Context: an optimization exercise on an open-source flow, tuned for small area, a short achievable clock period and few clock cycles per item. The choices shown serve that exercise and are no tape-out recipe.
Only the layout flow was run in this run; the RTL was not checked for function there.

File: design/flow/config.mk
export PLATFORM = sky130hd
export DESIGN_NAME = zw_ixu
export DESIGN_NICKNAME = zw_ixu
export VERILOG_FILES = /design/flow/design.v
export SDC_FILE = /design/flow/constraint.sdc
export NUM_CORES = 4
export LEC_CHECK = 0
export CAP_MARGIN = 30
export CORE_MARGIN = 2
export CORE_UTILIZATION = 40
export SLEW_MARGIN = 20
File: design/flow/constraint.sdc
create_clock -name core_clock -period 14.0 [get_ports {clk}]
set_input_delay 2.8000 -clock core_clock [delete_from_list [all_inputs] [get_ports {clk}]]
set_output_delay 2.8000 -clock core_clock [all_outputs]
set_load 0.01 [all_outputs]
File: design/flow/design.v
module zw_ixu (
    input  wire        clk,
    input  wire        rst,
    input  wire        in_valid,
    output wire        in_ready,
    input  wire [4:0]  in_op,
    input  wire [31:0] in_a,
    input  wire [31:0] in_b,
    output reg         out_valid,
    output reg  [31:0] out_result,
    output reg  [1:0]  out_flags
);
    localparam OP_ADD    = 5'd0,  OP_SUB    = 5'd1,  OP_AND   = 5'd2,  OP_OR    = 5'd3;
    localparam OP_XOR    = 5'd4,  OP_SLL    = 5'd5,  OP_SRL   = 5'd6,  OP_SRA   = 5'd7;
    localparam OP_MIN    = 5'd8,  OP_MAX    = 5'd9,  OP_MINU  = 5'd10, OP_MAXU  = 5'd11;
    localparam OP_MUL    = 5'd12, OP_MULH   = 5'd13, OP_DIV   = 5'd14, OP_DIVU  = 5'd15;
    localparam OP_ADDS   = 5'd16, OP_SUBS   = 5'd17, OP_NEGS  = 5'd18, OP_ABSS  = 5'd19;
    localparam OP_SLLS   = 5'd20, OP_MULQ31 = 5'd21, OP_MULQ16 = 5'd22;
    localparam OP_DIVQ31 = 5'd23, OP_DIVQ16 = 5'd24;
    localparam [31:0] MAXPOS = 32'h7FFF_FFFF;
    localparam [31:0] MAXNEG = 32'h8000_0000;
    localparam S_IDLE = 2'd0, S_EXEC = 2'd1, S_DIV = 2'd2, S_DONE = 2'd3;
    reg [1:0]  state;
    reg [4:0]  op_q;
    reg [31:0] a_q, b_q;
    assign in_ready = (state == S_IDLE);
    wire signed [31:0] sa = a_q;
    wire signed [31:0] sb = b_q;
    wire [4:0] shamt = b_q[4:0];
    wire signed [32:0] sum33  = {sa[31], sa} + {sb[31], sb};
    wire signed [32:0] diff33 = {sa[31], sa} - {sb[31], sb};
    wire signed [32:0] neg33  = 33'sd0 - {sa[31], sa};
    wire signed [32:0] abs33  = sa[31] ? neg33 : {sa[31], sa};
    wire [63:0] slls_wide = {{32{a_q[31]}}, a_q} << shamt;
    wire        slls_fits = (slls_wide[63:31] == {33{1'b0}}) || (slls_wide[63:31] == {33{1'b1}});
    wire signed [63:0] prod = sa * sb;
    wire signed [63:0] q31_rnd = (prod + 64'sd1073741824) >>> 31;
    wire signed [63:0] q16_rnd = (prod + 64'sd32768) >>> 16;
    function [33:0] sat32;   
        input [63:0] v;
        begin
            if (v[63:31] == {33{1'b0}} || v[63:31] == {33{1'b1}})
                sat32 = {1'b0, 1'b0, v[31:0]};
            else if (v[63])
                sat32 = {1'b0, 1'b1, MAXNEG};
            else
                sat32 = {1'b0, 1'b1, MAXPOS};
        end
    endfunction
    function [33:0] sat33;   
        input [32:0] v;
        begin
            if (v[32] == v[31])
                sat33 = {1'b0, 1'b0, v[31:0]};
            else if (v[32])
                sat33 = {1'b0, 1'b1, MAXNEG};
            else
                sat33 = {1'b0, 1'b1, MAXPOS};
        end
    endfunction
    reg [31:0] exec_res;
    reg        exec_sat;
    reg [33:0] tmp;
    always @(*) begin
        exec_res = 32'd0;
        exec_sat = 1'b0;
        tmp      = 34'd0;
        case (op_q)
            OP_ADD:  exec_res = a_q + b_q;
            OP_SUB:  exec_res = a_q - b_q;
            OP_AND:  exec_res = a_q & b_q;
            OP_OR:   exec_res = a_q | b_q;
            OP_XOR:  exec_res = a_q ^ b_q;
            OP_SLL:  exec_res = a_q << shamt;
            OP_SRL:  exec_res = a_q >> shamt;
            OP_SRA:  exec_res = sa >>> shamt;
            OP_MIN:  exec_res = (sa < sb) ? a_q : b_q;
            OP_MAX:  exec_res = (sa < sb) ? b_q : a_q;
            OP_MINU: exec_res = (a_q < b_q) ? a_q : b_q;
            OP_MAXU: exec_res = (a_q < b_q) ? b_q : a_q;
            OP_MUL:  exec_res = prod[31:0];
            OP_MULH: exec_res = prod[63:32];
            OP_ADDS: begin tmp = sat33(sum33);  exec_res = tmp[31:0]; exec_sat = tmp[32]; end
            OP_SUBS: begin tmp = sat33(diff33); exec_res = tmp[31:0]; exec_sat = tmp[32]; end
            OP_NEGS: begin tmp = sat33(neg33);  exec_res = tmp[31:0]; exec_sat = tmp[32]; end
            OP_ABSS: begin tmp = sat33(abs33);  exec_res = tmp[31:0]; exec_sat = tmp[32]; end
            OP_SLLS: begin
                if (slls_fits)
                    exec_res = slls_wide[31:0];
                else begin
                    exec_res = a_q[31] ? MAXNEG : MAXPOS;
                    exec_sat = 1'b1;
                end
            end
            OP_MULQ31: begin tmp = sat32(q31_rnd); exec_res = tmp[31:0]; exec_sat = tmp[32]; end
            OP_MULQ16: begin tmp = sat32(q16_rnd); exec_res = tmp[31:0]; exec_sat = tmp[32]; end
            default: ;
        endcase
    end
    wire is_div_in = (in_op == OP_DIV) || (in_op == OP_DIVU) ||
                     (in_op == OP_DIVQ31) || (in_op == OP_DIVQ16);
    wire        div_signed = (op_q != OP_DIVU);
    wire        a_neg      = div_signed & a_q[31];
    wire        b_neg      = div_signed & b_q[31];
    wire [31:0] a_mag      = a_neg ? (32'd0 - a_q) : a_q;
    wire [31:0] b_mag      = b_neg ? (32'd0 - b_q) : b_q;
    wire [63:0] numer      = (op_q == OP_DIVQ31) ? ({32'd0, a_mag} << 31) :
                             (op_q == OP_DIVQ16) ? ({32'd0, a_mag} << 16) :
                                                   {32'd0, a_mag};
    reg [31:0] prem;       
    reg [32:0] num_lo;    
    reg [32:0] quo;       
    reg [31:0] dvs;       
    reg        q_neg;     
    reg        q_ovf;     
    reg [5:0]  count;
    wire [32:0] trial    = {prem, num_lo[32]};
    wire        trial_ge = (trial >= {1'b0, dvs});
    wire [32:0] trial_rm = trial - {1'b0, dvs};
    wire [32:0] quo_neg = 33'd0 - quo;
    reg  [31:0] div_res;
    reg  [1:0]  div_flags;
    always @(*) begin
        div_res   = 32'd0;
        div_flags = 2'b00;
        if (b_q == 32'd0) begin
            div_flags = 2'b10;
            if (op_q == OP_DIVU)
                div_res = (a_q != 32'd0) ? 32'hFFFF_FFFF : 32'd0;
            else if (a_q[31])
                div_res = MAXNEG;
            else if (a_q != 32'd0)
                div_res = MAXPOS;
            else
                div_res = 32'd0;
        end else if (op_q == OP_DIVU) begin
            div_res = quo[31:0];
        end else if (op_q == OP_DIV) begin
            div_res = q_neg ? quo_neg[31:0] : quo[31:0];
        end else begin
            if (q_neg) begin
                if (q_ovf || quo > 33'h0_8000_0000) begin
                    div_res   = MAXNEG;
                    div_flags = 2'b01;
                end else
                    div_res = quo_neg[31:0];
            end else begin
                if (q_ovf || quo > 33'h0_7FFF_FFFF) begin
                    div_res   = MAXPOS;
                    div_flags = 2'b01;
                end else
                    div_res = quo[31:0];
            end
        end
    end
    always @(posedge clk) begin
        if (rst) begin
            state     <= S_IDLE;
            out_valid <= 1'b0;
        end else begin
            out_valid <= 1'b0;
            case (state)
                S_IDLE: begin
                    if (in_valid) begin
                        op_q  <= in_op;
                        a_q   <= in_a;
                        b_q   <= in_b;
                        state <= is_div_in ? S_DIV : S_EXEC;
                        count <= 6'd0;
                    end
                end
                S_EXEC: begin
                    out_result <= exec_res;
                    out_flags  <= {1'b0, exec_sat};
                    out_valid  <= 1'b1;
                    state      <= S_IDLE;
                end
                S_DIV: begin
                    if (count == 6'd0) begin
                        prem    <= numer[63:33] ;
                        num_lo <= numer[32:0];
                        dvs    <= b_mag;
                        quo    <= 33'd0;
                        q_neg  <= a_neg ^ b_neg;
                        q_ovf  <= ({1'b0, numer[63:33]} >= b_mag);
                        count  <= 6'd1;
                    end else begin
                        prem    <= trial_ge ? trial_rm[31:0] : trial[31:0];
                        num_lo <= {num_lo[31:0], 1'b0};
                        quo    <= {quo[31:0], trial_ge};
                        count  <= count + 6'd1;
                        if (count == 6'd33)
                            state <= S_DONE;
                    end
                end
                S_DONE: begin
                    out_result <= div_res;
                    out_flags  <= div_flags;
                    out_valid  <= 1'b1;
                    state      <= S_IDLE;
                end
            endcase
        end
    end
endmodule
File: design/flow/run.sh
#!/bin/bash
# synth_recipe.tcl (not shown) runs the flow's synth.tcl, then flattens the netlist and writes it again
# the make line also repeats each setting of config.mk as NAME=value (left out here)
make -C /OpenROAD-flow-scripts/flow DESIGN_CONFIG=/design/flow/config.mk WORK_HOME=/design/flow/orfs CLKGATE_MAP_FILE= SYNTH_SCRIPT=/design/flow/synth_recipe.tcl finish
==> metrics.md <==
| Metric | Value |
|---|---|
| GRT Util Overall | `0.417` |
| Crit. Startpoint | `a_q[27]$_DFFE_PP_` |
| Final Hold Viols | `0` |
| Setup violations, final | `0` |
| Layout cell share with drive strength beyond 1 | `0.0742` |
| Post-route ant nets | `0` |
| Max_cap viols | `0` |
| Post-synth top flop | `edfxtp_1` |
| Port bufs | `107` |
| Commonest cells after routing, fill and taps aside | `inv_1, fa_1, nor2_1` |
| Routed WL | `roughly 350,000 um` |
| Reg2reg start | `a_q[27]$_DFFE_PP_` |
| Status | `complete, no violations` |
| Seq/Total Area, Yosys | `0.111` |
| Initial antenna violation count | `37` |
| Commonest non-fill, non-tap cell in the layout | `inv_1` |
| Worst EP required | `14.38 ns` |
| Post-CTS Setup Bufs | `0` |
| Async SR Flop Fraction | `0` |
| Total gr overflow | `0` |
| CTS Hold Buffers Added | `0` |
| Worst slew pin tran | `1.19 ns` |
| WL/cell | `35.0 um` |
| Number of library cell types mapped by synthesis | `111` |
| Post-Syn Nets | `9,364` |
| Starting Density | `0.403` |
| Worst EP arrival | `13.38 ns` |
| Minimum clock period | `13.00 ns` |
| Fillers | `about 16,000` |
| Worst-skew pair later-pin latency | `0.72 ns` |
| Worst Setup EP | `out_result[24]$_DFFE_PP_` |
| Max Freq | `just under 0.08 GHz` |
| Number of global-route vias before repair | `63,500` |
| Hpwl dp | `277,000 um` |
| CTS Root Cell | `clkbuf_16` |
| CTS sink count | `244` |
| Synth warnings | `1` |
| Min-delay worst type | `reg -> reg` |
| Worst Setup End Kind | `flop` |
| I/O pin cnt | `108` |
| CP max FO | `23` |
| First-pass GRT wire length | `492,000 um` |
| Largest net degree at the start of global routing | `between 100 and 150` |
| Average cell area after synthesis | `roughly 8.4 um^2` |
| Vias | `63,100` |
| Gpl congestion | `1.13` |
| RSZ-0062 raised after global routing | `no` |
| Clk pin slew, worst setup/hold paths | `around 0.06 ns` |
| 1st-iter DRT viols | `8,461` |
| TritonCTS clock tree | `yes` |
| Clock Tree Buf Depth | `3` |
| CP max stage cell | `clkinv_1` |
| Cell count after synthesis | `7,850` |
| Net count, final | `slightly above 9,000` |
| Fin crit share | `0.929` |
| Most used cell, CP | `fa_1` |
| Synthesis-stage register bit count | `roughly 240` |
| Drc violations | `0` |
| Largest stage delay, worst path | `0.78 ns` |
| Worst reg-to-reg path cell count | `32` |
| Rows | `around 150` |
| Via density | `~6.3` |
| Area delta synth->final | `9.03%` |
| Setup crit start kind | `flop` |
| Hold_sp | `num_lo[2]$_DFFE_PP_` |
| Die X | `roughly 400 um` |
| Core ar. | `163,000 um^2` |
| Fin Clk Skew | `0.106 ns` |
| CTS Buf Count | `36` |
| CTS H-tree depth | `2` |
| Mapped cell area | `65,600 um^2` |
| Setup TNS | `0 ns` |
| Post-cts sizing count | `0` |
| Setup CP Type | `reg -> reg` |
| Reg2reg end | `out_result[24]$_DFFE_PP_` |
| Rel. slew slack | `0.201` |
| EDFF count, synth | `241` |
| Final slew viol count | `0` |
| Chip Height | `409 um` |
| Die Area | `roughly 170,000 um^2` |
| First drt pass iteration count | `6` |
| Reg-to-reg setup timing slack | `1.0 ns` |
==> state kept, by name, summed over array words and instances (netlist names), 2 cells and up <==
register and cells:
op_q 5, out_result 32, dvs 32, quo 33, a_q 32, prem 32, out_flags 2, count 6
state 2, num_lo 33, b_q 32
==> routing by layer <==
| layer | wire, um | vias to the layer above | GRT usage |
|---|---|---|---|
| li1 | - | 25800 | - |
| met1 | 135000 | 32000 | 0.536 |
| met2 | 147000 | 4246 | 0.611 |
| met3 | 40900 | 1082 | 0.125 |
| met4 | 28100 | 16 | 0.264 |
| met5 | 115 | - | 0 |
==> stage by stage <==
step	hold slack, ns	utilization	cell area (um^2)	setup WS [ns]	cells
2_1_floorplan	0.496	-	65600	1.40	7850
3_3_place_gp	0.501	0.429	69800	1.01	9926
3_5_place_dp	0.517	0.431	70100	1.40	9944
4_1_cts	0.529	0.438	71300	1.37	10000
5_1_grt	0.545	0.439	71400	0.617	10000
6_report	0.528	0.439	71500	0.998	10000
==> cells in the mapped netlist (96+ instances only) <==
cell	number	share of area
xnor2_1	265	0.035
nand3_1	113	0.0086
buf_1	115	0.0066
nor2_1	995	0.057
nand2_1	851	0.049
nor3_1	133	0.010
mux2i_1	96	0.015
fa_1	1085	0.33
a21oi_1	441	0.034
o21ai_0	313	0.024
ha_1	357	0.068
inv_1	1106	0.063
clkbuf_1	365	0.021
edfxtp_1	241	0.11
==> worst min-delay path by stage <==
stage / depth (start not counted) / end
after floorplan: 2 / num_lo[10]$_DFFE_PP_
after global placement: 2 / num_lo[6]$_DFFE_PP_
after detailed placement: 2 / num_lo[3]$_DFFE_PP_
after CTS: 2 / num_lo[3]$_DFFE_PP_
after global routing: 1 / num_lo[29]$_DFFE_PP_
final: 2 / num_lo[3]$_DFFE_PP_
==> worst max-delay path: cells and delay by family (launching register included) <==
family	cells	cell delay, ns
DFF	1	0.34
adders and majority gates	9	4.72
xor gates and xnor gates	2	0.67
buffers and inverters	7	2.43
and+or+nand+nor	8	3.04
AOI/OAI and AO/OA	6	1.50
==> cell type report <==
cell class                 count  area (um^2)  area share
tap                         2175         2720      0.0381
timing repair buffer         441         3820      0.0534
sequential                   244         7300       0.102
inverter                    1138         4270      0.0598
antenna                       17         42.5    0.000595
clock buffer                  41          950      0.0133
clock inverter                23          248     0.00347
multi-input combinational   5957        52100       0.729
==> logic make-up after synthesis <==
kind of cell / count (synthesis) / share of synthesized area
AOI/OAI and AO/OA: 1493 / 0.149
xor gates and xnor gates: 332 / 0.0445
adders and majority gates: 1442 / 0.399
buffers and inverters: 1649 / 0.0953
DFF: 244 / 0.111
muxes: 156 / 0.0306
and+or+nand+nor: 2534 / 0.170

static timing again, ports no longer ideal:
No port has a modelled driver above. Below, the same layout with a new extraction and two added sets of constraints.
Step 1 assumes that a clkbuf_16 drives the clock port and a buf_2 every other input.
Step 2 times the ports against the registers' clock, not the clock port: input delays grow and output delays shrink by t, the midpoint of the rising clock arrivals with the driver on.
a / b / c = ideal ports / drivers / drivers and shift; a / b = the first two.
t (ns): 0.760
slack for setup (ns): 0.998 / 0.998 / 0.998
hold WS [ns]: 0.528 / 0.528 / 0.528
clock arrival spread, ns: 0.107 / 0.107
After both steps setup and hold are still met in this run. For this run, drivers alone change the setup slack by 0.000 ns; drivers and shift together by 0.000 ns.
